Background: an optimization exercise with open tools, aiming at small area, a short achievable clock period and few clock cycles per item. Do not read the settings as production practice. Function was checked by simulation only, so behaviour that the tests miss may differ from the original. No activity file was given, so power comes from the tool's default toggle rates.

[run.sh]
#!/bin/bash
# synth_recipe.tcl (not shown) runs the flow's synth.tcl, then flattens the netlist and writes it again
# the make line also repeats each setting of config.mk as NAME=value (left out here)
make -C /OpenROAD-flow-scripts/flow DESIGN_CONFIG=/design/flow/config.mk WORK_HOME=/design/flow/orfs CLKGATE_MAP_FILE= SYNTH_SCRIPT=/design/flow/synth_recipe.tcl finish
[config.mk]
export PLATFORM = sky130hd
export DESIGN_NAME = frb64_encoder
export DESIGN_NICKNAME = frb64_encoder
export VERILOG_FILES = /design/flow/design.v
export SDC_FILE = /design/flow/constraint.sdc
export NUM_CORES = 4
export LEC_CHECK = 0
export CAP_MARGIN = 25
export CORE_MARGIN = 2
export CORE_UTILIZATION = 55
export CTS_CLUSTER_DIAMETER = 100
export CTS_CLUSTER_SIZE = 20
export PLACE_DENSITY = 0.65
export SLEW_MARGIN = 20
[constraint.sdc]
create_clock -name core_clock -period 14.0 [get_ports {clk}]
set_input_delay 2.8000 -clock core_clock [delete_from_list [all_inputs] [get_ports {clk}]]
set_output_delay 2.8000 -clock core_clock [all_outputs]
set_load 0.01 [all_outputs]
[design.v]
module frb64_encoder (
    input  wire        clk,
    input  wire        rst,           
    input  wire        in_valid,
    output reg         in_ready,
    input  wire [23:0] in_value,
    input  wire [7:0]  in_flags,
    input  wire [2:0]  cfg_ratio,     
    input  wire        cfg_raw,       
    output reg         out_valid,
    input  wire        out_ready,
    output reg  [31:0] out_data,
    output reg         out_last
);
    localparam integer F   = 8;       
    localparam [1:0] KIND_PACK = 2'd0, KIND_RAW = 2'd2, KIND_CONST = 2'd3;
    localparam [1:0] FM_UNIFORM = 2'd0, FM_SIDEBAR = 2'd1, FM_MERGED = 2'd2;
    function [15:0] crc16_value;
        input [15:0] crc_in;
        input [23:0] v;
        reg   [15:0] c;
        integer      b, j;
        begin
            c = crc_in;
            for (b = 0; b < 3; b = b + 1) begin
                c = c ^ {v[8*b +: 8], 8'h00};
                for (j = 0; j < 8; j = j + 1)
                    c = c[15] ? ((c << 1) ^ 16'h1021) : (c << 1);
            end
            crc16_value = c;
        end
    endfunction
    function [22:0] mag;
        input [23:0] r;
        begin
            mag = r[23] ? ~r[22:0] : r[22:0];
        end
    endfunction
    function [4:0] bitlen23;
        input [22:0] v;
        integer      j;
        begin
            bitlen23 = 5'd0;
            for (j = 0; j < 23; j = j + 1)
                if (v[j]) bitlen23 = j + 1;
        end
    endfunction
    function [5:0] words_of_ratio;
        input [2:0] ratio;
        begin
            case (ratio)
                3'd0:    words_of_ratio = 6'd51;
                3'd1:    words_of_ratio = 6'd27;
                3'd2:    words_of_ratio = 6'd19;
                3'd3:    words_of_ratio = 6'd15;
                3'd4:    words_of_ratio = 6'd11;
                default: words_of_ratio = 6'd9;
            endcase
        end
    endfunction
    function [4:0] wmax_of;
        input [2:0] ratio;
        input       sidebar;
        begin
            case (ratio)
                3'd0:    wmax_of = sidebar ? 5'd16 : 5'd24;
                3'd1:    wmax_of = sidebar ? 5'd4  : 5'd12;
                3'd2:    wmax_of = 5'd8;
                3'd3:    wmax_of = 5'd6;
                3'd4:    wmax_of = 5'd4;
                default: wmax_of = 5'd3;
            endcase
        end
    endfunction
    reg [24*64-1:0] xring;
    reg [8*64-1:0]  fring;
    wire [23:0] x63 = xring[24*63 +: 24];
    wire [7:0]  f63 = fring[8*63 +: 8];
    wire [23:0] x0  = xring[0 +: 24];
    wire [23:0] x1  = xring[24 +: 24];
    wire [23:0] x2  = xring[48 +: 24];
    wire [7:0]  f0s = fring[0 +: 8];
    wire in_fire = in_valid && in_ready;
    always @(posedge clk) begin
        xring <= {xring[24*63-1:0], in_fire ? in_value : x63};
        fring <= {fring[8*63-1:0],  in_fire ? in_flags : f63};
    end
    reg  [5:0] ph;           
    reg        wact;         
    reg  [5:0] wi;           
    reg  [5:0] wbase;
    reg        ract;         
    reg        rpass1;       
    reg  [5:0] ri;
    reg  [5:0] rbase;
    reg        go;           
    reg        rdec;         
    reg        busy;         
    reg        st_trig;      
    reg        dec_trig;     
    reg        dec_pend;     
    reg        hdr_pend;     
    reg  [2:0] wr_ratio;
    reg        wr_raw;
    reg  [1:0] d_kind;
    reg  [4:0] d_W;
    reg  [1:0] d_P, d_fm;
    reg  [7:0] d_hflags;
    reg [15:0] d_crc;
    reg  [5:0] d_B, d_nf;
    reg        d_sb;
    reg        pv;           
    reg  [5:0] pidx;         
    reg        psec;         
    reg        all_const, all_uniform;
    reg  [7:0] f0_r;
    reg  [4:0] flag_or;
    reg  [2:0] flag_min_hi;
    reg  [1:0] flag_min_lo;
    reg        flag_live;
    reg [15:0] crc;
    wire [22:0] bm0, bm10, bm20, bm21;
    wire [25:0] tl1, tl2;
    wire [71:0] tc1, tc2;
    wire [23:0] x2m = psec ? x1 : x2;
    frb64_trk u_trk (
        .clk(clk), .clr(pv && pidx == 6'd0), .upd(pv && pidx != 6'd0),
        .xi(x0), .xm1(x1), .xm2(x2m),
        .bm0(bm0), .bm10(bm10), .bm20(bm20), .bm21(bm21),
        .tl1(tl1), .tl2(tl2), .tc1(tc1), .tc2(tc2)
    );
    always @(posedge clk) begin
        if (pv) begin
            if (pidx == 6'd0) begin
                all_const   <= 1'b1;
                all_uniform <= 1'b1;
                f0_r        <= f0s;
                flag_or     <= f0s[4:0];
                flag_min_hi <= f0s[7:5];
                flag_min_lo <= f0s[1:0];
                flag_live   <= !f0s[4];
                crc         <= crc16_value(16'hFFFF, x0);
            end else begin
                if (x0 != x1)   all_const   <= 1'b0;
                if (f0s != f0_r) all_uniform <= 1'b0;
                flag_or <= flag_or | f0s[4:0];
                if (f0s[7:5] < flag_min_hi) flag_min_hi <= f0s[7:5];
                if (!f0s[4]) begin
                    if (!flag_live || f0s[1:0] < flag_min_lo)
                        flag_min_lo <= f0s[1:0];
                    flag_live <= 1'b1;
                end
                crc  <= crc16_value(crc, x0);
            end
        end
    end
    reg  [2:0] rd_ratio;
    reg        rd_raw;
    wire       c_sidebar = !all_uniform && (rd_ratio <= 3'd1);
    wire [1:0] c_fm      = all_uniform ? FM_UNIFORM : (c_sidebar ? FM_SIDEBAR : FM_MERGED);
    wire [7:0] c_merged  = rd_raw ? {3'b000, flag_or[4:2], flag_live ? flag_min_lo : 2'b00}
                                  : {flag_min_hi, flag_or};
    wire [4:0] k_r, w_r;
    wire [1:0] p_r;
    frb64_dec u_dec (
        .clk(clk), .go1(dec_trig), .wmax(wmax_of(rd_ratio, d_sb)),
        .bm0(bm0), .bm10(bm10), .bm20(bm20), .bm21(bm21),
        .tl1(tl1), .tl2(tl2), .tc1(tc1), .tc2(tc2),
        .k_r(k_r), .w_r(w_r), .p_r(p_r)
    );
    reg        d_const;
    reg        dec2, dec3;
    wire [4:0] d_Kw = d_const ? 5'd0 : k_r;
    reg         va, vd, vb, vc, vr;
    reg  [23:0] xa, xd, xb, qc;
    reg  [7:0]  fa, fd, fb, fc;
    reg         fa_first, fd_first, fb_first, fc_first;
    reg         fa_last,  fd_last,  fb_last,  fc_last;
    reg         fa_p1,    fd_p1,    fb_p1,    fc_p1;
    reg  [4:0]  Ka, Wa;
    reg  [1:0]  Pa;
    reg         Sa;
    reg  [23:0] pred, qprev;
    reg  [23:0] rr_bits;
    reg  [4:0]  rr_w;
    reg         rr_last;
    reg  [55:0] acc;
    reg  [5:0]  acnt;
    reg         flush_pend;
    reg  [23:0] seed_r;
    reg         seed_v;
    reg  [31:0] fifo [0:F-1];
    reg  [3:0]  fcount;
    reg  [2:0]  fwp, frp;
    wire [55:0] comb_acc  = acc | ({32'd0, rr_bits} << acnt);
    wire [5:0]  comb_cnt  = acnt + (vr ? {1'b0, rr_w} : 6'd0);
    wire        push_full = vr && (comb_cnt >= 6'd32);
    wire        push_need = flush_pend ? (acnt != 6'd0) : (push_full || (vr && rr_last && comb_cnt != 6'd0));
    wire [31:0] push_word = flush_pend ? acc[31:0] : comb_acc[31:0];
    wire        ffull     = (fcount == F);
    wire        stall     = push_need && ffull;
    wire        push      = push_need && !ffull;
    wire [4:0]  k_use = fb_first ? d_Kw : Ka;
    wire [23:0] q_new = $signed(xb) >>> k_use;
    wire [1:0]  p_use   = fc_first ? d_P : Pa;
    wire [4:0]  w_use   = fc_first ? d_W : Wa;
    wire        is_flag = fc_p1 && (fc_first ? d_sb : Sa);
    wire [23:0] r_new   = qc - pred;
    wire [23:0] w_mask  = ~(24'hFFFFFF << w_use);
    reg         s_act;
    reg  [5:0]  widx, s_B, s_nf;
    wire        out_free = !out_valid || out_ready;
    wire        seq_fifo = s_act && (widx >= 6'd3) && (widx - 6'd3 < s_nf);
    wire        pop      = out_free && seq_fifo && (fcount != 0);
    reg  [5:0] n_ph, n_wi, n_wbase, n_ri, n_rbase;
    reg        n_wact, n_ract, n_rpass1, n_rdec, n_busy;
    reg  [2:0] n_rd_ratio;
    reg  [3:0] n_fcount;
    reg        n_hdr_pend;
    always @* begin
        n_ph        = ph + 6'd1;
        n_wact      = wact;
        n_wi        = wi;
        n_wbase     = wbase;
        n_ract      = ract;
        n_rpass1    = rpass1;
        n_ri        = ri;
        n_rbase     = rbase;
        n_rd_ratio  = rd_ratio;
        n_rdec      = rdec || st_trig;
        n_busy      = (busy && !dec3) || st_trig;
        n_hdr_pend  = hdr_pend || st_trig;
        if (s_act && widx == 6'd2 && out_free && seed_v)
            n_hdr_pend  = 1'b0;
        if (go) begin
            n_ri = ri + 6'd1;
            if (ri == 6'd63) begin
                if (rpass1 && d_sb)
                    n_rpass1 = 1'b0;
                else
                    n_ract = 1'b0;
            end
        end
        if (in_fire) begin
            if (!wact) begin
                n_wact  = 1'b1;
                n_wbase = ph;
                n_wi    = 6'd1;
            end else begin
                n_wi = wi + 6'd1;
                if (wi == 6'd63) begin
                    n_wact     = 1'b0;
                    n_wi       = 6'd0;
                    n_ract     = 1'b1;
                    n_rpass1   = 1'b1;
                    n_ri       = 6'd0;
                    n_rbase    = wbase;
                    n_rd_ratio = wr_ratio;
                    n_rdec     = 1'b0;
                end
            end
        end
        n_fcount = fcount + (push ? 4'd1 : 4'd0) - (pop ? 4'd1 : 4'd0);
    end
    wire       room  = (fcount + (push ? 4'd1 : 4'd0)) < F;
    wire       sb_ok = st_trig ? !c_sidebar : !d_sb;
    wire [1:0] h_go, h_inr;
    genvar gh;
    generate
        for (gh = 0; gh < 2; gh = gh + 1) begin : g_hyp
            reg  [5:0] wi_h, wbase_h, ri_h, rbase_h;
            reg        wact_h, ract_h, rpass1_h, rdec_h, go_h, inr_h;
            reg  [2:0] ratio_h;
            reg  [5:0] rel;
            reg        freeing, slot_free;
            always @* begin
                wact_h   = wact;
                wi_h     = wi;
                wbase_h  = wbase;
                ract_h   = ract;
                rpass1_h = rpass1;
                ri_h     = ri;
                rbase_h  = rbase;
                ratio_h  = rd_ratio;
                rdec_h   = rdec || st_trig;
                if (go) begin
                    ri_h = ri + 6'd1;
                    if (ri == 6'd63) begin
                        if (rpass1 && d_sb)
                            rpass1_h = 1'b0;
                        else
                            ract_h = 1'b0;
                    end
                end
                if (gh == 1) begin
                    if (!wact) begin
                        wact_h  = 1'b1;
                        wbase_h = ph;
                        wi_h    = 6'd1;
                    end else begin
                        wi_h = wi + 6'd1;
                        if (wi == 6'd63) begin
                            wact_h   = 1'b0;
                            wi_h     = 6'd0;
                            ract_h   = 1'b1;
                            rpass1_h = 1'b1;
                            ri_h     = 6'd0;
                            rbase_h  = wbase;
                            ratio_h  = wr_ratio;
                            rdec_h   = 1'b0;
                        end
                    end
                end
                go_h = ract_h && (n_ph == rbase_h + ri_h) && room;
                rel       = n_ph - rbase_h;
                freeing   = !rpass1_h || (ratio_h >= 3'd2) || (rdec_h && sb_ok);
                slot_free = !ract_h || (freeing &&
                                        ((rel < ri_h) || (rel == ri_h && go_h)));
                if (!wact_h)
                    inr_h = slot_free;
                else
                    inr_h = slot_free && (n_ph == wbase_h + wi_h) &&
                            !(wi_h == 6'd63 && (n_hdr_pend || n_busy));
            end
            assign h_go[gh]  = go_h;
            assign h_inr[gh] = inr_h;
        end
    endgenerate
    wire n_go  = in_fire ? h_go[1]  : h_go[0];
    wire n_inr = in_fire ? h_inr[1] : h_inr[0];
    always @(posedge clk) begin
        if (rst) begin
            ph        <= 6'd0;
            wact      <= 1'b0;
            wi        <= 6'd0;
            wbase     <= 6'd0;
            ract      <= 1'b0;
            rpass1    <= 1'b0;
            ri        <= 6'd0;
            rbase     <= 6'd0;
            go        <= 1'b0;
            in_ready  <= 1'b0;
            rdec      <= 1'b0;
            busy      <= 1'b0;
            st_trig   <= 1'b0;
            dec_trig  <= 1'b0;
            dec2      <= 1'b0;
            dec3      <= 1'b0;
            dec_pend  <= 1'b0;
            hdr_pend  <= 1'b0;
            pv        <= 1'b0;
        end else begin
            ph        <= n_ph;
            wact      <= n_wact;
            wi        <= n_wi;
            wbase     <= n_wbase;
            ract      <= n_ract;
            rpass1    <= n_rpass1;
            ri        <= n_ri;
            rbase     <= n_rbase;
            go        <= n_go;
            in_ready  <= n_inr;
            rdec      <= n_rdec;
            busy      <= n_busy;
            hdr_pend  <= n_hdr_pend;
            pv        <= in_fire;
            st_trig   <= pv && (pidx == 6'd63);
            dec_trig  <= st_trig;
            dec2      <= dec_trig;
            dec3      <= dec2;
            if (dec3)
                dec_pend <= 1'b1;
            else if (!s_act && out_free && dec_pend)
                dec_pend <= 1'b0;
        end
        rd_ratio <= n_rd_ratio;
        if (in_fire) begin
            pidx <= wact ? wi : 6'd0;
            psec <= wact && (wi == 6'd1);
            if (!wact) begin
                wr_ratio <= cfg_ratio;
                wr_raw   <= cfg_raw;
            end
            if (wact && wi == 6'd63)
                rd_raw <= wr_raw;
        end
        if (st_trig) begin
            d_const <= all_const && all_uniform;
            d_sb    <= c_sidebar;
            d_B     <= words_of_ratio(rd_ratio);
            d_crc   <= crc;
            d_fm    <= c_fm;
            d_hflags <= (c_fm == FM_UNIFORM) ? f0_r :
                        (c_fm == FM_MERGED)  ? c_merged : 8'd0;
        end
        if (dec2) begin
            d_W <= d_const ? 5'd0 : w_r;
            d_P <= d_const ? 2'd0 : p_r;
        end
        if (dec3) begin
            d_kind <= d_const ? KIND_CONST :
                      (d_Kw == 5'd0 && d_W == 5'd24) ? KIND_RAW : KIND_PACK;
            d_nf   <= {d_W, 1'b0} + (d_sb ? 6'd16 : 6'd0);    
        end
    end
    always @(posedge clk) begin
        if (rst) begin
            va <= 1'b0; vd <= 1'b0; vb <= 1'b0; vc <= 1'b0; vr <= 1'b0;
            acnt <= 6'd0;
            acc  <= 56'd0;
            flush_pend <= 1'b0;
            seed_v <= 1'b0;
            fcount <= 4'd0;
            fwp <= 3'd0;
            frp <= 3'd0;
        end else begin
            if (!stall) begin
                va       <= go;
                xa       <= x63;
                fa       <= f63;
                fa_first <= (ri == 6'd0);
                fa_last  <= (ri == 6'd63);
                fa_p1    <= rpass1;
                vd <= va; xd <= xa; fd <= fa;
                fd_first <= fa_first; fd_last <= fa_last; fd_p1 <= fa_p1;
                vb <= vd; xb <= xd; fb <= fd;
                fb_first <= fd_first; fb_last <= fd_last; fb_p1 <= fd_p1;
                vc <= vb; qc <= q_new; fc <= fb;
                fc_first <= fb_first; fc_last <= fb_last; fc_p1 <= fb_p1;
                if (vb && fb_first) Ka <= d_Kw;
                vr      <= 1'b0;
                rr_last <= 1'b0;
                if (vc) begin
                    if (fc_first) begin
                        Pa <= d_P;
                        Wa <= d_W;
                        Sa <= d_sb;
                    end
                    if (fc_first && fc_p1) begin
                        seed_r <= qc;
                        seed_v <= 1'b1;
                    end
                    if (is_flag) begin
                        vr      <= 1'b1;
                        rr_bits <= {16'd0, fc};
                        rr_w    <= 5'd8;
                        rr_last <= fc_last;
                    end else if (fc_first) begin
                        pred  <= (p_use == 2'd0) ? 24'd0 : qc;
                        qprev <= qc;
                    end else begin
                        vr      <= (w_use != 5'd0);
                        rr_bits <= r_new & w_mask;
                        rr_w    <= w_use;
                        rr_last <= fc_last;
                        pred    <= (p_use == 2'd0) ? 24'd0 :
                                   (p_use == 2'd1) ? qc : ((qc << 1) - qprev);
                        qprev   <= qc;
                    end
                end
                if (flush_pend) begin
                    acc        <= vr ? {32'd0, rr_bits} : 56'd0;
                    acnt       <= vr ? {1'b0, rr_w} : 6'd0;
                    flush_pend <= 1'b0;
                end else if (vr) begin
                    if (comb_cnt >= 6'd32) begin
                        acc        <= comb_acc >> 32;
                        acnt       <= comb_cnt - 6'd32;
                        flush_pend <= rr_last && (comb_cnt != 6'd32);
                    end else if (rr_last) begin
                        acc  <= 56'd0;
                        acnt <= 6'd0;
                    end else begin
                        acc  <= comb_acc;
                        acnt <= comb_cnt;
                    end
                end
            end
            if (push) begin
                fifo[fwp] <= push_word;
                fwp <= fwp + 3'd1;
            end
            if (pop)
                frp <= frp + 3'd1;
            fcount <= n_fcount;
            if (s_act && widx == 6'd2 && out_free && seed_v)
                seed_v <= 1'b0;
        end
    end
    wire [31:0] header0 = {4'd0, d_hflags, d_fm, 4'd0, d_P, d_W, d_Kw, d_kind};
    always @(posedge clk) begin
        if (rst) begin
            out_valid <= 1'b0;
            out_last  <= 1'b0;
            out_data  <= 32'd0;
            s_act     <= 1'b0;
            widx      <= 6'd0;
        end else if (out_free) begin
            out_valid <= 1'b0;
            if (!s_act) begin
                if (dec_pend) begin
                    out_valid <= 1'b1;
                    out_data  <= header0;
                    out_last  <= 1'b0;
                    s_act     <= 1'b1;
                    widx      <= 6'd1;
                    s_B       <= d_B;
                    s_nf      <= d_nf;
                end
            end else if (widx == 6'd1) begin
                out_valid <= 1'b1;
                out_data  <= {16'd0, d_crc};
                widx      <= 6'd2;
            end else if (widx == 6'd2) begin
                if (seed_v) begin
                    out_valid <= 1'b1;
                    out_data  <= {8'd0, seed_r};
                    widx      <= 6'd3;
                end
            end else if (!seq_fifo || fcount != 0) begin
                out_valid <= 1'b1;
                out_data  <= seq_fifo ? fifo[frp] : 32'd0;
                out_last  <= (widx == s_B - 6'd1);
                widx      <= widx + 6'd1;
                if (widx == s_B - 6'd1)
                    s_act <= 1'b0;
            end
        end
    end
endmodule
module frb64_trk (
    input  wire         clk,
    input  wire         clr,         
    input  wire         upd,         
    input  wire [23:0]  xi,
    input  wire [23:0]  xm1,
    input  wire [23:0]  xm2,         
    output reg  [22:0]  bm0,         
    output reg  [22:0]  bm10,        
    output reg  [22:0]  bm20,        
    output reg  [22:0]  bm21,        
    output reg  [25:0]  tl1,         
    output reg  [25:0]  tl2,
    output wire [71:0]  tc1,         
    output wire [71:0]  tc2
);
    function [2:0] cs1_tab;      
        input [3:0] a;    
        begin
            case (a)
            4'd0: cs1_tab = 3'b000;
            4'd1: cs1_tab = 3'b001;
            4'd2: cs1_tab = 3'b001;
            4'd3: cs1_tab = 3'b011;
            4'd4: cs1_tab = 3'b011;
            4'd5: cs1_tab = 3'b011;
            4'd6: cs1_tab = 3'b011;
            4'd7: cs1_tab = 3'b111;
            4'd8: cs1_tab = 3'b000;
            4'd9: cs1_tab = 3'b000;
            4'd10: cs1_tab = 3'b001;
            4'd11: cs1_tab = 3'b000;
            4'd12: cs1_tab = 3'b011;
            4'd13: cs1_tab = 3'b001;
            4'd14: cs1_tab = 3'b011;
            4'd15: cs1_tab = 3'b011;
            endcase
        end
    endfunction
    function [2:0] cs2_tab;      
        input [5:0] a;    
        begin
            case (a)
            6'd0: cs2_tab = 3'b000;
            6'd1: cs2_tab = 3'b000;
            6'd2: cs2_tab = 3'b001;
            6'd3: cs2_tab = 3'b000;
            6'd4: cs2_tab = 3'b001;
            6'd5: cs2_tab = 3'b000;
            6'd6: cs2_tab = 3'b011;
            6'd7: cs2_tab = 3'b001;
            6'd8: cs2_tab = 3'b001;
            6'd9: cs2_tab = 3'b000;
            6'd10: cs2_tab = 3'b011;
            6'd11: cs2_tab = 3'b001;
            6'd12: cs2_tab = 3'b011;
            6'd13: cs2_tab = 3'b001;
            6'd14: cs2_tab = 3'b011;
            6'd15: cs2_tab = 3'b011;
            6'd16: cs2_tab = 3'b011;
            6'd17: cs2_tab = 3'b001;
            6'd18: cs2_tab = 3'b011;
            6'd19: cs2_tab = 3'b011;
            6'd20: cs2_tab = 3'b011;
            6'd21: cs2_tab = 3'b011;
            6'd22: cs2_tab = 3'b111;
            6'd23: cs2_tab = 3'b011;
            6'd24: cs2_tab = 3'b011;
            6'd25: cs2_tab = 3'b011;
            6'd26: cs2_tab = 3'b111;
            6'd27: cs2_tab = 3'b011;
            6'd28: cs2_tab = 3'b111;
            6'd29: cs2_tab = 3'b011;
            6'd30: cs2_tab = 3'b111;
            6'd31: cs2_tab = 3'b111;
            6'd32: cs2_tab = 3'b000;
            6'd33: cs2_tab = 3'b001;
            6'd34: cs2_tab = 3'b000;
            6'd35: cs2_tab = 3'b000;
            6'd36: cs2_tab = 3'b000;
            6'd37: cs2_tab = 3'b000;
            6'd38: cs2_tab = 3'b001;
            6'd39: cs2_tab = 3'b000;
            6'd40: cs2_tab = 3'b001;
            6'd41: cs2_tab = 3'b011;
            6'd42: cs2_tab = 3'b000;
            6'd43: cs2_tab = 3'b001;
            6'd44: cs2_tab = 3'b000;
            6'd45: cs2_tab = 3'b001;
            6'd46: cs2_tab = 3'b000;
            6'd47: cs2_tab = 3'b000;
            6'd48: cs2_tab = 3'b011;
            6'd49: cs2_tab = 3'b011;
            6'd50: cs2_tab = 3'b001;
            6'd51: cs2_tab = 3'b011;
            6'd52: cs2_tab = 3'b001;
            6'd53: cs2_tab = 3'b011;
            6'd54: cs2_tab = 3'b000;
            6'd55: cs2_tab = 3'b001;
            6'd56: cs2_tab = 3'b011;
            6'd57: cs2_tab = 3'b111;
            6'd58: cs2_tab = 3'b011;
            6'd59: cs2_tab = 3'b011;
            6'd60: cs2_tab = 3'b011;
            6'd61: cs2_tab = 3'b011;
            6'd62: cs2_tab = 3'b001;
            6'd63: cs2_tab = 3'b011;
            endcase
        end
    endfunction
    function [22:0] mag24;
        input [23:0] r;
        begin
            mag24 = r[23] ? ~r[22:0] : r[22:0];
        end
    endfunction
    function [25:0] sufor;
        input [25:0] v;
        reg   [25:0] s;
        begin
            s = v;
            s = s | (s >> 1);
            s = s | (s >> 2);
            s = s | (s >> 4);
            s = s | (s >> 8);
            s = s | (s >> 16);
            sufor = s;
        end
    endfunction
    wire [25:0] xi_e  = {{2{xi[23]}},  xi};
    wire [25:0] xm1_e = {{2{xm1[23]}}, xm1};
    wire [25:0] xm2_e = {{2{xm2[23]}}, xm2};
    wire [25:0] d1  = xi_e - xm1_e;
    wire [25:0] bw1 = d1 ^ xi_e ^ xm1_e;             
    wire [25:0] o3  = ~{xm1_e[24:0], 1'b0};
    wire [25:0] cs  = xi_e ^ xm2_e ^ o3;
    wire [25:0] cv  = {(xi_e[24:0] & xm2_e[24:0]) | (xi_e[24:0] & o3[24:0]) |
                       (xm2_e[24:0] & o3[24:0]), 1'b0};
    wire [25:0] d2  = cs + cv + 26'd1;
    wire [25:0] cc  = d2 ^ cs ^ cv;                  
    reg         q_clr, q_upd;
    reg         s1, s2;
    reg  [25:0] m1, m2;
    reg  [23:0] e1;           
    reg  [47:0] e2;           
    integer     kq;
    always @(posedge clk) begin
        q_clr <= clr;
        q_upd <= upd;
        s1    <= d1[25];
        s2    <= d2[25];
        m1    <= d1[25] ? ~d1 : d1;
        m2    <= d2[25] ? ~d2 : d2;
        e1    <= bw1[23:0];
        for (kq = 0; kq < 24; kq = kq + 1)
            e2[2*kq +: 2] <= (kq < 2) ? 2'd0 :
                {(!xm1_e[kq-1] & !cv[kq] & !cc[kq]) | (xm1_e[kq-1] & !(cv[kq] & cc[kq])),
                 xm1_e[kq-1] ^ cv[kq] ^ cc[kq]};
    end
    wire [25:0] so1  = sufor(m1);
    wire [25:0] so2  = sufor(m2);
    wire [25:0] so1u = {1'b0, so1[25:1]};
    wire [25:0] so2u = {1'b0, so2[25:1]};
    wire [25:0] nao1 = sufor({1'b0, m1[25:1] & ~m1[24:0]});
    wire [25:0] nao2 = sufor({1'b0, m2[25:1] & ~m2[24:0]});
    wire [25:0] dd1  = sufor(m1 & so1u);
    wire [25:0] dd2  = sufor(m2 & so2u);
    wire [25:0] tl1n = tl1 | so1;
    wire [25:0] tl2n = tl2 | so2;
    wire [2:0]  g1  = {|(tl1n & ~{so1[23:0], 2'b11}), |(tl1n & ~{so1[24:0], 1'b1}), |(tl1n & ~so1)};
    wire [2:0]  g2  = {|(tl2n & ~{so2[23:0], 2'b11}), |(tl2n & ~{so2[24:0], 1'b1}), |(tl2n & ~so2)};
    wire [2:0]  dl1 = {|(tl1n & ~{tl1[23:0], 2'b11}), |(tl1n & ~{tl1[24:0], 1'b1}), |(tl1n & ~tl1)};
    wire [2:0]  dl2 = {|(tl2n & ~{tl2[23:0], 2'b11}), |(tl2n & ~{tl2[24:0], 1'b1}), |(tl2n & ~tl2)};
    wire [28:0] tl1x = {3'b000, tl1n};
    wire [28:0] tl2x = {3'b000, tl2n};
    wire [23:0] r21 = ($signed(xi) >>> 1) - (($signed(xm1) >>> 1) <<< 1) + ($signed(xm2) >>> 1);
    always @(posedge clk) begin
        if (q_clr) begin
            bm0  <= upd ? mag24(xi)        : 23'd0;
            bm10 <= upd ? mag24(d1[23:0])  : 23'd0;
            bm20 <= upd ? mag24(d2[23:0])  : 23'd0;
            bm21 <= upd ? mag24(r21)       : 23'd0;
        end else if (upd) begin
            bm0  <= bm0  | mag24(xi);
            bm10 <= bm10 | mag24(d1[23:0]);
            bm20 <= bm20 | mag24(d2[23:0]);
            bm21 <= bm21 | mag24(r21);
        end
        if (q_clr) begin
            tl1  <= 26'd0;
            tl2  <= 26'd0;
        end else if (q_upd) begin
            tl1  <= tl1n;
            tl2  <= tl2n;
        end
    end
    function [2:0] merge;
        input [2:0] c, d, n;      
        reg d0, d1, d2;
        begin
            d0 = !d[0];
            d1 = d[0] && !d[1];
            d2 = d[1] && !d[2];
            merge[0] = n[0] | (d0 & c[0]) | (d1 & c[1]) | (d2 & c[2]);
            merge[1] = n[1] | (d0 & c[1]) | (d1 & c[2]);
            merge[2] = n[2] | (d0 & c[2]);
        end
    endfunction
    function [2:0] cn_main;
        input [2:0] g;
        input       dp, dm;       
        begin
            if (dp)      cn_main = {!g[0], !g[1], !g[2]};
            else if (dm) cn_main = {1'b0, 1'b0, !g[0]};
            else         cn_main = {1'b0, !g[0], !g[1]};
        end
    endfunction
    function [2:0] cn_small;
        input [2:0] t;
        input [2:0] r;
        reg r0, r1, r2;
        begin
            r0 = !r[0];
            r1 = r[0] && !r[1];
            r2 = r[1] && !r[2];
            cn_small[0] = (r0 & t[0]) | (r1 & t[1]) | (r2 & t[2]);
            cn_small[1] = (r0 & t[1]) | (r1 & t[2]);
            cn_small[2] = (r0 & t[2]);
        end
    endfunction
    genvar k;
    generate
        for (k = 0; k < 24; k = k + 1) begin : gp1
            if (k == 0) begin : lo
                assign tc1[2:0] = 3'b000;
            end else begin : hi
                wire       e   = e1[k];
                wire       ao  = !nao1[k];
                wire       pw  = so1[k] && !dd1[k];
                wire       sml = !so1[k+2];
                wire [2:0] rr  = {tl1x[k+4], tl1x[k+3], tl1x[k+2]};
                wire [2:0] dk  = tl1[k+1] ? dl1 : rr;
                wire       dp  = e && !s1 && ao;
                wire       dm  = e &&  s1 && pw;
                wire [2:0] csm = cs1_tab({s1, m1[k+1], m1[k], e});
                wire [2:0] cn  = sml ? cn_small(csm, rr) : cn_main(g1, dp, dm);
                reg  [2:0] c;
                always @(posedge clk) begin
                    if (q_clr)
                        c <= 3'b000;
                    else if (q_upd)
                        c <= merge(c, dk, cn);
                end
                assign tc1[3*k +: 3] = c;
            end
        end
        for (k = 0; k < 24; k = k + 1) begin : gp2
            if (k < 2) begin : lo
                assign tc2[3*k +: 3] = 3'b000;
            end else begin : hi
                wire [1:0] ec  = e2[2*k +: 2];
                wire       em1 = (ec == 2'd0);
                wire       ep1 = (ec == 2'd2);
                wire       ep2 = (ec == 2'd3);
                wire       ao  = !nao2[k];
                wire       pw  = so2[k] && !dd2[k];
                wire       ao1 = !nao2[k+1];
                wire       pw1 = so2[k+1] && !dd2[k+1];
                wire       sml = !so2[k+2];
                wire [2:0] rr  = {tl2x[k+4], tl2x[k+3], tl2x[k+2]};
                wire [2:0] dk  = tl2[k+1] ? dl2 : rr;
                wire       dp  = (!s2 && ((ep1 && ao) || (ep2 && ao1))) || (s2 && em1 && ao);
                wire       dm  = (!s2 && em1 && pw) || (s2 && ((ep1 && pw) || (ep2 && pw1)));
                wire       tb  = ep1 || ep2;
                wire       tx  = ep2;
                wire       tcy = em1;
                wire [2:0] csm = cs2_tab({s2, m2[k+1], m2[k], tb, tx, tcy});
                wire [2:0] cn  = sml ? cn_small(csm, rr) : cn_main(g2, dp, dm);
                reg  [2:0] c;
                always @(posedge clk) begin
                    if (q_clr)
                        c <= 3'b000;
                    else if (q_upd)
                        c <= merge(c, dk, cn);
                end
                assign tc2[3*k +: 3] = c;
            end
        end
    endgenerate
endmodule
module frb64_dec (
    input  wire        clk,
    input  wire        go1,          
    input  wire [4:0]  wmax,         
    input  wire [22:0] bm0, bm10, bm20, bm21,
    input  wire [25:0] tl1, tl2,
    input  wire [71:0] tc1, tc2,
    output reg  [4:0]  k_r,          
    output reg  [4:0]  w_r,          
    output reg  [1:0]  p_r
);
    function [25:0] sufor;
        input [25:0] v;
        reg   [25:0] s;
        begin
            s = v;
            s = s | (s >> 1);
            s = s | (s >> 2);
            s = s | (s >> 4);
            s = s | (s >> 8);
            s = s | (s >> 16);
            sufor = s;
        end
    endfunction
    function [4:0] tcount;
        input [25:0] t;
        integer j;
        begin
            tcount = 5'd0;
            for (j = 0; j < 26; j = j + 1)
                if (t[j] && (j == 25 || !t[j+1])) tcount = tcount | (j + 1);
        end
    endfunction
    function [25:0] shw;
        input [25:0] v;
        input [4:0]  w;
        input        m2;         
        begin
            case (w)
                5'd3:    shw = m2 ? v >> 1  : v >> 2;
                5'd4:    shw = m2 ? v >> 2  : v >> 3;
                5'd6:    shw = m2 ? v >> 4  : v >> 5;
                5'd8:    shw = m2 ? v >> 6  : v >> 7;
                5'd12:   shw = m2 ? v >> 10 : v >> 11;
                5'd16:   shw = m2 ? v >> 14 : v >> 15;
                default: shw = m2 ? v >> 22 : v >> 23;
            endcase
        end
    endfunction
    wire [25:0] t0   = sufor({3'b000, bm0});
    wire [25:0] t10  = sufor({3'b000, bm10});
    wire [25:0] t20  = sufor({3'b000, bm20});
    wire [25:0] t21  = sufor({3'b000, bm21});
    wire [25:0] z0   = shw(t0,  wmax, 1'b0);
    wire [25:0] z10  = shw(t10, wmax, 1'b0);
    wire [25:0] z20  = shw(t20, wmax, 1'b0);
    wire [25:0] z21  = shw(t21, wmax, 1'b0);
    wire [28:0] zz1  = {3'b000, shw(tl1, wmax, 1'b1)};
    wire [28:0] zz2  = {3'b000, shw(tl2, wmax, 1'b1)};
    wire        w3   = (wmax == 5'd3);
    reg  [23:0] fits;
    integer k;
    reg  [2:0]  c;
    reg         f1, f2;
    always @* begin
        for (k = 0; k < 24; k = k + 1) begin
            c  = tc1[3*k +: 3];
            f1 = !c[0] ? !zz1[k+3] : !c[1] ? !zz1[k+2] : !c[2] ? !zz1[k+1] : (!zz1[k] && !w3);
            if (k == 0) f1 = !z10[0];
            c  = tc2[3*k +: 3];
            f2 = !c[0] ? !zz2[k+3] : !c[1] ? !zz2[k+2] : !c[2] ? !zz2[k+1] : (!zz2[k] && !w3);
            if (k == 0) f2 = !z20[0];
            if (k == 1) f2 = !z21[0];
            fits[k] = !z0[k] || f1 || f2;
        end
    end
    wire [25:0] prior = sufor({2'b00, fits[0], fits[1], fits[2], fits[3], fits[4], fits[5],
                                fits[6], fits[7], fits[8], fits[9], fits[10], fits[11],
                                fits[12], fits[13], fits[14], fits[15], fits[16], fits[17],
                                fits[18], fits[19], fits[20], fits[21], fits[22], fits[23]});
    reg  [23:0] first;
    reg  [4:0]  kf;
    reg  [2:0]  c1k, c2k;
    always @* begin
        kf  = 5'd0;
        c1k = 3'd0;
        c2k = 3'd0;
        for (k = 0; k < 24; k = k + 1) begin
            first[k] = fits[k] && (k == 0 || !prior[24-k]);
            if (first[k]) begin
                kf  = kf | k;
                c1k = c1k | tc1[3*k +: 3];
                c2k = c2k | tc2[3*k +: 3];
            end
        end
    end
    reg  [4:0] s_l0, s_l1, s_l2, s_b10, s_b20, s_b21;
    reg  [1:0] s_c1, s_c2;
    always @(posedge clk) begin
        if (go1) begin
            k_r   <= kf;
            s_c1  <= {c1k[1] & !c1k[2], c1k[0] & !c1k[1]} | {2{c1k[2]}};
            s_c2  <= {c2k[1] & !c2k[2], c2k[0] & !c2k[1]} | {2{c2k[2]}};
            s_l0  <= tcount(t0);
            s_l1  <= tcount(tl1);
            s_l2  <= tcount(tl2);
            s_b10 <= tcount(t10);
            s_b20 <= tcount(t20);
            s_b21 <= tcount(t21);
        end
    end
    wire [4:0] r1  = (s_l1 > k_r + 5'd2) ? s_l1 - k_r : 5'd2;
    wire [4:0] r2  = (s_l2 > k_r + 5'd2) ? s_l2 - k_r : 5'd2;
    wire [4:0] ww0 = ((s_l0 > k_r) ? s_l0 - k_r : 5'd0) + 5'd1;
    wire [4:0] ww1 = (k_r == 5'd0) ? s_b10 + 5'd1 : r1 + {3'b000, s_c1} - 5'd1;
    wire [4:0] ww2 = (k_r == 5'd0) ? s_b20 + 5'd1 :
                     (k_r == 5'd1) ? s_b21 + 5'd1 : r2 + {3'b000, s_c2} - 5'd1;
    reg  [4:0] wb;
    reg  [1:0] pb;
    always @* begin
        wb = ww0;
        pb = 2'd0;
        if (ww1 < wb) begin wb = ww1; pb = 2'd1; end
        if (ww2 < wb) begin wb = ww2; pb = 2'd2; end
        w_r = wb;
        p_r = pb;
    end
endmodule
==> results of run 1 <==
-- registers in the layout (all words and copies together) (netlist names), 25 cells and up, named ones only --
signal and cells:
u_trk.m2 26, u_trk.gp1.hi.csm 63, out_data 32, u_trk.gp2.hi.c 60
u_trk.tl2 26, u_trk.e2 40, u_trk.m1 25, xring 1536
u_trk.gp1.hi.c 63, u_trk.tl1 26, acc 56, fring 512
fifo 256
-- logic make-up (layout without fill, tap and decap cells) --
| kind of cell | Yosys count | in the layout | synth area share [%] |
|---|---|---|---|
| buf+inv | 1128 | 1125 | 3.48 |
| xor+xnor | 565 | 565 | 3.92 |
| mux | 343 | 343 | 3.55 |
| other cells | 1 | 22 | 0.00297 |
| compound gates | 2771 | 2771 | 14.3 |
| fa+ha+maj | 405 | 405 | 4.24 |
| flops | 3319 | 3319 | 58.5 |
| simple gates | 3211 | 3211 | 12.0 |
-- report_power, final --
part / leakage, nW / internal [mW] / switching (mW) / total (mW)
Combinational: 21.7 / 3.01 / 5.16 / 8.17
Sequential: 27.9 / 10.8 / 1.10 / 11.9
Clock: 2.70 / 2.60 / 3.13 / 5.73
Total: 52.3 / 16.4 / 9.39 / 25.8
-- worst paths after layout --
check | from | end | slack [ns] | depth (start not counted)
worst max-delay path | d_fm[0]$_DFFE_PP_ | u_dec.s_c1[0]$_DFFE_PP_ | 7.78 | 14
worst min-delay path | xring[789]$_DFF_P_ | xring[813]$_DFF_P_ | 0.32 | 0
worst max register to register | d_fm[0]$_DFFE_PP_ | u_dec.s_c1[0]$_DFFE_PP_ | 7.78 | 14
worst min register to register | xring[789]$_DFF_P_ | xring[813]$_DFF_P_ | 0.32 | 0
-- layer usage --
layer	part of all wire, %	up-vias	global-route usage, %	wire length (µm)
met1	40	43900	44.2	163000
met2	43	4616	50.5	173000
li1	-	41500	-	-
met3	9.6	1018	7.92	38500
met4	6.9	12	19.7	27600
met5	0.018	-	0	74
-- final cells by class --
type	instances	area, µm²	area share [%]
multi-input cells	7297	48300	35.5
diodes	20	50.0	0.0367
inverters	542	2030	1.49
flip-flops and latches	3319	74000	54.3
well taps	3009	3760	2.76
clock inverters	32	504	0.370
clock buffers	258	5120	3.76
repair buffers	293	2500	1.84
-- critical path: cells and delay by family, from the launching register on --
family | cells | cell delay [ns]
and+or+nand+nor | 5 | 2.98
buffers and inverters | 2 | 0.86
AOI/OAI and AO/OA | 7 | 1.71
DFF | 1 | 0.33
-- cell usage after synthesis, types with 144 or more instances --
| cell type | number |
|---|---|
| a211oi_1 | 144 |
| a21oi_1 | 818 |
| nor2_1 | 954 |
| edfxtp_1 | 750 |
| xor2_1 | 175 |
| ha_1 | 355 |
| inv_1 | 518 |
| nor3_1 | 253 |
| clkbuf_1 | 436 |
| mux2i_1 | 215 |
| o21ai_0 | 542 |
| dfxtp_1 | 2569 |
| nand3_1 | 229 |
| xnor2_1 | 390 |
| nand2_1 | 1009 |
-- per-stage QoR --
step	hold WS (ns)	utilization, %	power [mW]
floorplan	0.310	-	17.3
global placement	0.309	57.2	19.8
detailed placement	0.312	57.2	20.0
CTS	0.312	59.7	25.7
global route	0.315	59.8	27.0
finish	0.315	59.8	25.8
-- cell usage in the layout, fill, tap and decap left out, types with 141 or more instances in the layout --
| cell | instances |
|---|---|
| nor3_1 | 250 |
| nand2_1 | 1008 |
| mux2i_1 | 210 |
| ha_1 | 355 |
| nor2_1 | 948 |
| o21ai_0 | 541 |
| clkbuf_16 | 195 |
| dfxtp_1 | 2561 |
| inv_1 | 517 |
| a21oi_1 | 816 |
| buf_4 | 208 |
| xnor2_1 | 385 |
| nand3_1 | 229 |
| edfxtp_1 | 750 |
| a211oi_1 | 141 |
| xor2_1 | 173 |
==> impl_metrics.env, run 1 <==
export IMPL_holdCritPathClass="reg2reg"
export IMPL_h_tree_depth=4
export IMPL_relSlewSlack_pct=15.3
export IMPL_synth_async_reset_ratio_pct=0
export IMPL_min_period_ns=6.22
export IMPL_grt_use_total_pct=33.6
export IMPL_synth_area_leader_cell="dfxtp_1"
export IMPL_arrival_ns=6.83
export IMPL_core_area_um2=228000
export IMPL_drtAntennaViolNets=0
export IMPL_path_max_fanout=48
export IMPL_clk_latency_ns=0.89
export IMPL_root_buffer="clkbuf_16"
export IMPL_route_detailed_drc=0
export IMPL_num_vias=91000
export IMPL_seq_area_frac_synth_pct=58.5
export IMPL_synth_area_um2=126000
export IMPL_grt_pass1_vias=86800
export IMPL_slew_violations=0
export IMPL_dr_pass1_iters=12
export IMPL_post_cts_buffers=0
export IMPL_cts_buffer_depth=3
export IMPL_ir_worst_vdd_mv=0.199
export IMPL_setup_violations=0
export IMPL_cts_tree="done"
export IMPL_tightest_slew_ns=1.26
export IMPL_drt_iter0_drc=11500
export IMPL_synth_cell_types=116
export IMPL_fmax_mhz=161
export IMPL_std_cell_rows=175
export IMPL_status="finished clean"
export IMPL_p_per_area_nw_per_um2=190
export IMPL_routedWlPerCell_um=27.2
export IMPL_critPathRequiredTime_ns=14.61
export IMPL_max_stage_delay_ns=0.86
export IMPL_fillers=18600
export IMPL_synth_edf_count=750
export IMPL_worst_setup_path_type="reg2reg"
export IMPL_clock_skew_ns=0.0446
export IMPL_critPathCaptureType="flip-flop"
export IMPL_maxCapViolations=0
export IMPL_crit_top_cell="buf_4"
export IMPL_period_share_pct=44.4
export IMPL_gp_congestion=1.05
export IMPL_nNetsFinal=12100
export IMPL_via_per_inst=6.16
export IMPL_area_growth_pct=7.87
export IMPL_overflow=0
export IMPL_portBuffers=74
export IMPL_ys_ff_latch=3319
export IMPL_initial_utilization_pct=55.4
export IMPL_synth_top_area_share_pct=40.7
export IMPL_layout_drive_gt1_share_pct=6.62
export IMPL_post_cts_resized=0
export IMPL_startpoint_type="flip-flop"
export IMPL_leakagePower_nw=52.3
export IMPL_antenna_found_initial=31
export IMPL_fin_area_um2=136000
export IMPL_hpwlAfterDp_mm=295
export IMPL_numClockSinks=3319
export IMPL_grt_pass1_wl_mm=585
export IMPL_cts_buffers=191
export IMPL_dieArea_um2=234000
export IMPL_synth_ff_type="dfxtp_1"
export IMPL_cts_hold_buf=0
export IMPL_placed_area_um2=130000
export IMPL_worst_slack_ns=7.78
export IMPL_synthCells=11700
export IMPL_wl_mm=402
export IMPL_pin_count=75
export IMPL_grt_max_degree=145
export IMPL_tns_ns=0
export IMPL_final_hold_viol_count=0
export IMPL_die_width_um=483
export IMPL_clkTransAtPathRegs_ns=0.08
export IMPL_place_inst=14500
export IMPL_rsz0062_at_grt="false"
export IMPL_avgSynthCellArea_um2=10.8
export IMPL_yosysWarningCount=9
export IMPL_synth_area_top_cells="dfxtp_1 41%, edfxtp_1 18%, ha_1 3.5%, a21oi_1 3.2%, nand2_1 3.0%"
export IMPL_post_place_ws_ns=7.87
export IMPL_final_cells=14800
export IMPL_die_height_um=483
export IMPL_worstPathCellList="buf_4 > nand3b_1 > a21oi_2 > buf_4 > a211o_1 > a2bb2oi_1 > a21oi_1 > a221o_1 > or4b_1 > nor4_1 > and2_1 > a222oi_1 > and3b_1 > a21o_1"
export IMPL_slowest_stage="nor4_1"
Testbench counts, summed over its fixed seeds: cycles 26,856, blocks 384.
==> run 2: changes to the inputs <==
--- a/config.mk
+++ b/config.mk
@@ -6,4 +6,5 @@
 export NUM_CORES = 4
 export LEC_CHECK = 0
+export ABC_AREA = 1
 export CAP_MARGIN = 25
 export CORE_MARGIN = 2
==> run 2 against run 1 <==
Worst hold slack worse by 0.060 ns. Global-route usage up 1.9 points. Area after synthesis up 0.39%. Flip-flop and latch count unchanged. Highest routed layer unchanged. Via count up 8.0%. Largest power group unchanged. Total power down 6.5%. Combinational power down 19%. Still clean.
==> impl_metrics.env, run 2 <==
export IMPL_route_detailed_drc=0
export IMPL_layout_drive_gt1_share_pct=4.63
export IMPL_root_buffer="clkbuf_16"
export IMPL_cts_tree="done"
export IMPL_rsz0062_at_grt="false"
export IMPL_slew_violations=0
export IMPL_avgSynthCellArea_um2=9.32
export IMPL_dr_pass1_iters=11
export IMPL_core_area_um2=230000
export IMPL_status="finished clean"
export IMPL_yosys_area_share_xor_xnor_pct=3.16
export IMPL_overflow=0
export IMPL_wl_mm=425
export IMPL_ir_worst_vdd_mv=0.178
export IMPL_maxCapViolations=0
export IMPL_largest_register_ffs=1536
export IMPL_crit_family="simple AND/OR/NAND/NOR gates"
export IMPL_critPathCaptureType="flip-flop"
export IMPL_yosysWarningCount=9
export IMPL_path_max_fanout=34
export IMPL_top_regs="xring x1536, fring x512, fifo x256"
export IMPL_max_flop_register="xring"
export IMPL_worstPathCellList="inv_2 > buf_4 > nand3_2 > nand2_1 > inv_2 > nand2_2 > clkinv_2 > nand2_1 > nand3_1 > nand3_1 > nor2_1 > nand2_1 > nor2_1 > nand3_1 > nor2_2 > nand4_1 > o21ai_0 > nor2_1 > nand2_1 > nor2_1 > nand2_1 > nand2_1"
export IMPL_synth_compound_area_share_pct=11.8
export IMPL_final_hold_viol_count=0
export IMPL_slowest_stage="edfxtp_1"
export IMPL_leakagePower_nw=57.2
export IMPL_synth_async_reset_ratio_pct=0
export IMPL_post_cts_buffers=0
export IMPL_tns_ns=0
export IMPL_regArea_um2=74000
export IMPL_fillers=19300
export IMPL_die_height_um=484
export IMPL_worst_setup_path_type="reg2reg"
export IMPL_cts_hold_buf=0
export IMPL_relSlewSlack_pct=19.0
export IMPL_synth_top_family_by_area="simple AND/OR/NAND/NOR gates"
export IMPL_grt_use_total_pct=35.4
export IMPL_fin_area_um2=137000
export IMPL_crit_top_cell="nand2_1"
export IMPL_drt_iter0_drc=11600
export IMPL_synth_cell_types=83
export IMPL_placed_area_um2=131000
export IMPL_via_per_inst=5.87
export IMPL_holdCritPathClass="reg2reg"
export IMPL_fmax_mhz=158
export IMPL_min_period_ns=6.34
export IMPL_ys_ff_latch=3319
export IMPL_clkTransAtPathRegs_ns=0.08
export IMPL_synth_ff_type="dfxtp_1"
export IMPL_synthSimpleGateAreaFrac_pct=16.9
export IMPL_synth_area_leader_cell="dfxtp_1"
export IMPL_grt_max_degree=95
export IMPL_antenna_found_initial=39
export IMPL_cts_buffer_depth=3
export IMPL_drtAntennaViolNets=0
export IMPL_seq_area_frac_synth_pct=58.3
export IMPL_yosysMostFrequentCell="dfxtp_1"
export IMPL_grt_pass1_wl_mm=617
export IMPL_max_stage_delay_ns=0.77
export IMPL_clk_latency_ns=0.95
export IMPL_tightest_slew_ns=1.21
export IMPL_synth_area_top_cells="dfxtp_1 41%, edfxtp_1 18%, nand2_1 7.4%, inv_1 3.8%, nor2_1 3.8%"
export IMPL_critPathRequiredTime_ns=14.61
export IMPL_yosys_top_cells_count="2569 x dfxtp_1, 2511 x nand2_1, 1293 x inv_1, 1278 x nor2_1, 950 x o21ai_0"
export IMPL_post_cts_resized=0
export IMPL_grt_pass1_vias=93300
export IMPL_pin_count=75
export IMPL_post_place_ws_ns=7.87
export IMPL_cp_buffers_inverters=4
export IMPL_std_cell_rows=176
export IMPL_layout_common_cells="2562 x dfxtp_1, 2509 x nand2_1, 1289 x inv_1"
export IMPL_hpwlAfterDp_mm=319
export IMPL_clock_skew_ns=0.104
export IMPL_setup_violations=0
export IMPL_synth_area_um2=127000
export IMPL_arrival_ns=6.95
export IMPL_initial_utilization_pct=55.2
export IMPL_numClockSinks=3319
export IMPL_area_growth_pct=7.78
export IMPL_synth_mux_area_share_pct=0.213
export IMPL_dieArea_um2=234000
export IMPL_cts_buffers=192
export IMPL_routedWlPerCell_um=25.4
export IMPL_utilization_pct=59.5
export IMPL_synthCells=13600
export IMPL_synth_top_area_share_pct=40.6
export IMPL_worst_slack_ns=7.66
export IMPL_synth_edf_count=750
export IMPL_nNetsFinal=14000
export IMPL_portBuffers=74
export IMPL_startpoint_type="flip-flop"
export IMPL_layout_commonest_cell="dfxtp_1"
export IMPL_p_per_area_nw_per_um2=177
export IMPL_multi_input_area_um2=46000
export IMPL_synth_fa_ha_area_share_pct=4.15
export IMPL_h_tree_depth=4
export IMPL_num_vias=98300
export IMPL_period_share_pct=45.3
export IMPL_die_width_um=484
export IMPL_gp_congestion=1.05
## run 2: worst paths after layout
check	startpoint	slack (ns)	cells past startpoint	to
setup / recovery	rd_ratio[2]$_DFFE_PP_	7.66	22	u_dec.s_c1[0]$_DFFE_PP_
hold / removal	xring[1334]$_DFF_P_	0.26	0	xring[1358]$_DFF_P_
setup reg to reg	rd_ratio[2]$_DFFE_PP_	7.66	22	u_dec.s_c1[0]$_DFFE_PP_
hold reg to reg	xring[1334]$_DFF_P_	0.26	0	xring[1358]$_DFF_P_
## run 2: where the power goes
group	internal, mW	switching, mW
clock	2.64	3.21
combinational	2.09	4.51
sequential	10.7	1.05
total	15.4	8.77
## run 2: metrics by stage
stage               hold WS [ns]  power (mW)  instances
finish                     0.256        24.2      16700
global route               0.280        25.2      16700
CTS                        0.253        24.0      16700
detailed placement         0.312        18.2      16400
global placement           0.310        18.1      16400
floorplan                  0.310        15.8      13600
## run 2: metal layers
metal	track usage, %	vias to the layer above	share of wire, %
met5	0	-	0.035
met4	24.3	22	8.3
met3	7.63	1181	9.3
met2	53.8	5180	43
met1	45.3	46600	39
li1	-	45300	-
## run 2: cell type report
class	count	area share, %
multi-input cells	8472	33.6
repair buffers	230	1.40
inverters	1372	3.79
well taps	3026	2.77
clock buffers	257	3.74
diodes	22	0.0403
flip-flops and latches	3319	54.1
clock inverters	34	0.506
## run 2: kinds of logic (layout without fill, tap and decap cells)
| kind of cell | Yosys count | after routing |
|---|---|---|
| simple gates | 5013 | 5013 |
| flops | 3319 | 3319 |
| buf+inv | 1823 | 1893 |
| other cells | 1 | 24 |
| xor+xnor | 457 | 457 |
| compound gates | 2577 | 2577 |
| mux | 27 | 27 |
| fa+ha+maj | 396 | 396 |

## afterwards: timing with drivers on the ports
How much do the figures lean on ideal ports? The routed layouts below were timed once more, with nothing changed but the port constraints.
Step 1, drivers: a clkbuf_16 drives clk and a buf_2 each remaining input, both assumed.
Step 2 moves the port delays by t, midway between the first and last clock arrival at a register: inputs arrive t later, outputs are due t later. That takes back most of the time a late clock gives input paths.
Three values: ideal ports, drivers, drivers and shift; two values: the first two.
run | t (ns) | setup WS [ns] | latest minus earliest clock arrival (ns) | worst register clock-pin slew, ns | worst data-port slew with drivers (ns)
run 1 | 0.972 | 7.784 / 7.784 / 7.784 | 0.045 / 0.045 | 0.10 / 0.10 | 0.09
run 2 | 0.994 | 7.659 / 7.659 / 7.659 | 0.108 / 0.108 | 0.10 / 0.10 | 0.19
After both steps setup and hold are still met in every run listed.
